Source: an optimization exercise on an open RTL-to-GDS flow (aim: small area, a short achievable clock period and few clock cycles per item). Production flows keep margins and buffers that such runs may drop.
The RTL was checked by simulation tests, not by an equivalence proof against the original design.

==> inputs of willow <==
## aes_engine
module aes_engine (
  input  wire         clk,
  input  wire         rst,           
  input  wire         key_valid,
  output wire         key_ready,
  input  wire [255:0] key,           
  input  wire [1:0]   key_len,       
  input  wire         in_valid,
  output wire         in_ready,
  input  wire [127:0] in_data,
  input  wire         in_decrypt,    
  output wire         out_valid,
  input  wire         out_ready,
  output wire [127:0] out_data
);
clock: 11.0 ns
lec_check: 0
cap_margin: 20
core_margin: 2
core_utilization: 50
setup_slack_margin: 5
slew_margin: 20
standard.sh (not shown) runs the stock make flow with config.mk's settings and CLKGATE_MAP_FILE= SYNTH_SCRIPT=/design/flow/synth_recipe.tcl, a recipe that flattens the netlist after the stock synthesis.
==> flow/flow/run.sh <==
#!/bin/bash
# Own layout flow: the standard synthesis (standard.sh synth), then the
# combinational logic between the registers is mapped again by ABC with an
# area-oriented script (the registers, their names and cell types are kept as
# they are), then the standard layout (standard.sh) from that netlist.
# Each tool's output goes to a log file of its own in this folder.
set -euo pipefail
R=orfs/results/${FLOW_PLATFORM}/aes_engine/base
L=orfs/logs/${FLOW_PLATFORM}/aes_engine/base

bash standard.sh synth > synth.log 2>&1

YOSYS=yosys
if [[ -x "${FLOW_HOME}/../tools/install/yosys/bin/yosys" ]]; then
  YOSYS="${FLOW_HOME}/../tools/install/yosys/bin/yosys"
fi
cp "$R/1_2_yosys.v" std_synth.v
# the synthesis's own don't-use list, as its ABC call had it
grep -o -- "-dont_use [^ ]*" "$L/1_2_yosys.log" | sort -u | tr '\n' ' ' > dont_use.txt
NETIN=std_synth.v NETOUT=remapped.v ABCSCR=flow/area.abc \
  LIB="${FLOW_HOME}/platforms/${FLOW_PLATFORM}/lib/sky130_fd_sc_hd__tt_025C_1v80.lib" \
  DONT_USE="$(cat dont_use.txt)" \
  "$YOSYS" -c flow/remap.tcl > remap.log 2>&1
# the registers (and tie cells) must be the standard synthesis's, by type and name
python3 flow/regs.py std_synth.v > regs_std.txt
python3 flow/regs.py remapped.v > regs_remapped.txt
cmp regs_std.txt regs_remapped.txt > regs_cmp.log 2>&1
cp remapped.v "$R/1_2_yosys.v"
rm -f "$R/1_synth.odb"

bash standard.sh > layout.log 2>&1
==> flow/flow/area.abc <==
strash; dch; map -a; topo; dnsize
==> flow/flow/regs.py <==
# Lists a netlist's sequential and tie cells as "type name", sorted.
import re, sys
txt = open(sys.argv[1]).read()
out = []
for m in re.finditer(r'^\s*(sky130_fd_sc_hd__\w+)\s+(\S+)\s*\(', txt, re.M):
    t, n = m.group(1), m.group(2)
    if re.match(r'sky130_fd_sc_hd__(e?s?df|sdf|dl|conb)', t):
        out.append(f"{t} {n}")
print("\n".join(sorted(out)))
==> flow/flow/remap.tcl <==
# Maps the combinational logic of a synthesized netlist again with ABC, keeping
# every register (and tie cell) instance, its name and its cell type.
yosys -import
set lib $::env(LIB)
read_liberty -ignore_miss_func $lib
read_verilog $::env(NETIN)
hierarchy -top $::env(FLOW_TOP)
# the netlist's sequential and tie cells stay as they are
set fh [open $::env(NETIN) r]
set txt [read $fh]
close $fh
set keep [dict create]
foreach m [regexp -all -inline {sky130_fd_sc_hd__[A-Za-z0-9_]+} $txt] {
  if {[regexp {^sky130_fd_sc_hd__(e?s?df|sdf|dl|conb)} $m]} { dict set keep $m 1 }
}
foreach m [dict keys $keep] {
  puts "keeping cell type $m"
  yosys blackbox $m
}
flatten
opt_clean -purge
tee -o remap_before.txt stat
abc -script $::env(ABCSCR) -liberty $lib {*}$::env(DONT_USE)
opt_clean -purge
yosys rename -hide w:*.*
hilomap -singleton -hicell sky130_fd_sc_hd__conb_1 HI -locell sky130_fd_sc_hd__conb_1 LO
splitnets
opt_clean -purge
insbuf -buf sky130_fd_sc_hd__buf_4 A X
tee -o remap_after.txt stat -liberty $lib
write_verilog -noattr -nohex -nodec $::env(NETOUT)

# the written netlist, read back against the library's cells, must be fully mapped
design -reset
read_liberty -lib $lib
read_verilog $::env(NETOUT)
hierarchy -check -top $::env(FLOW_TOP)
check -assert -mapped
==> harbor (differences from willow) <==
==> flow/run.sh (new file) <==
#!/bin/bash
# synth_recipe.tcl (not shown) runs the flow's synth.tcl, then flattens the netlist and writes it again
# the make line also repeats each setting of config.mk as NAME=value (left out here)
make -C /OpenROAD-flow-scripts/flow DESIGN_CONFIG=/design/flow/config.mk WORK_HOME=/design/flow/orfs CLKGATE_MAP_FILE= SYNTH_SCRIPT=/design/flow/synth_recipe.tcl finish
removed: flow/flow/run.sh
removed: flow/flow/area.abc
removed: flow/flow/regs.py
removed: flow/flow/remap.tcl
removed: flow/standard.sh
==> qor summary <==
quantity                                                                 willow                   harbor
Met2 usage                                                                67.0%                    62.7%
Vias in the first global route                                           105000                    98600
Fill cells                                                                19100                    19900
Run status                                              complete, no violations  complete, no violations
Global-route track usage on met1                                          56.2%                    55.8%
Data arrival time at the worst-slack endpoint                           6.63 ns                  6.82 ns
Via count of the routed design                                           116000                   108000
Mean routed wirelength per cell                                         28.6 µm                  31.4 µm
Die extent in y                                                          458 µm                   481 µm
First-pass GRT wire length                                               728 mm                   729 mm
Overall routed net length                                                523 mm                   536 mm
Layout clock buffer count                                                   169                      162
Mapped Cells                                                              14600                    13400
Total cell area at the placement stage                               114000 µm²               121000 µm²
Source of the worst register-to-register timing path          WF[147]$_DFFE_PP_            x_fin$_DFF_P_
Multi-input combinational gate total                                      12000                    11200
Total Die Area                                                       210000 µm²               232000 µm²
Logic inverters                                                            1499                      284
Register fraction of the total cell area                                  24.2%                    21.6%
Testbench counts of willow, summed over its fixed seeds: cycles 19,497, blocks 1,536.
Testbench counts of harbor, summed over its fixed seeds: cycles 19,497, blocks 1,536.

separate check: timing with driven ports:
In the flow no input, the clock included, has a driving cell. The finished layouts below were timed again as built, in two steps. Step 1: set_driving_cell puts a clkbuf_16 on clk and a buf_2 on each other input, an assumption about the parent block. Step 2 moves the port delays by t, midway between the first and last clock arrival at a register: inputs arrive t later, outputs are due t later. That takes back most of the time a late clock gives input paths. Slacks: no drivers / after step 1 / after step 2; pairs: no drivers / after step 1.
run	t (ns)	setup WS [ns]	pins driven straight from the clock port
willow	0.950	4.861 / 4.861 / 4.052	1
harbor	0.955	4.908 / 4.908 / 4.227	1
After both steps every run listed still meets setup and hold. The setup slack of willow, which loses most, moves by 0.000 ns with the drivers and by -0.809 ns with both steps.
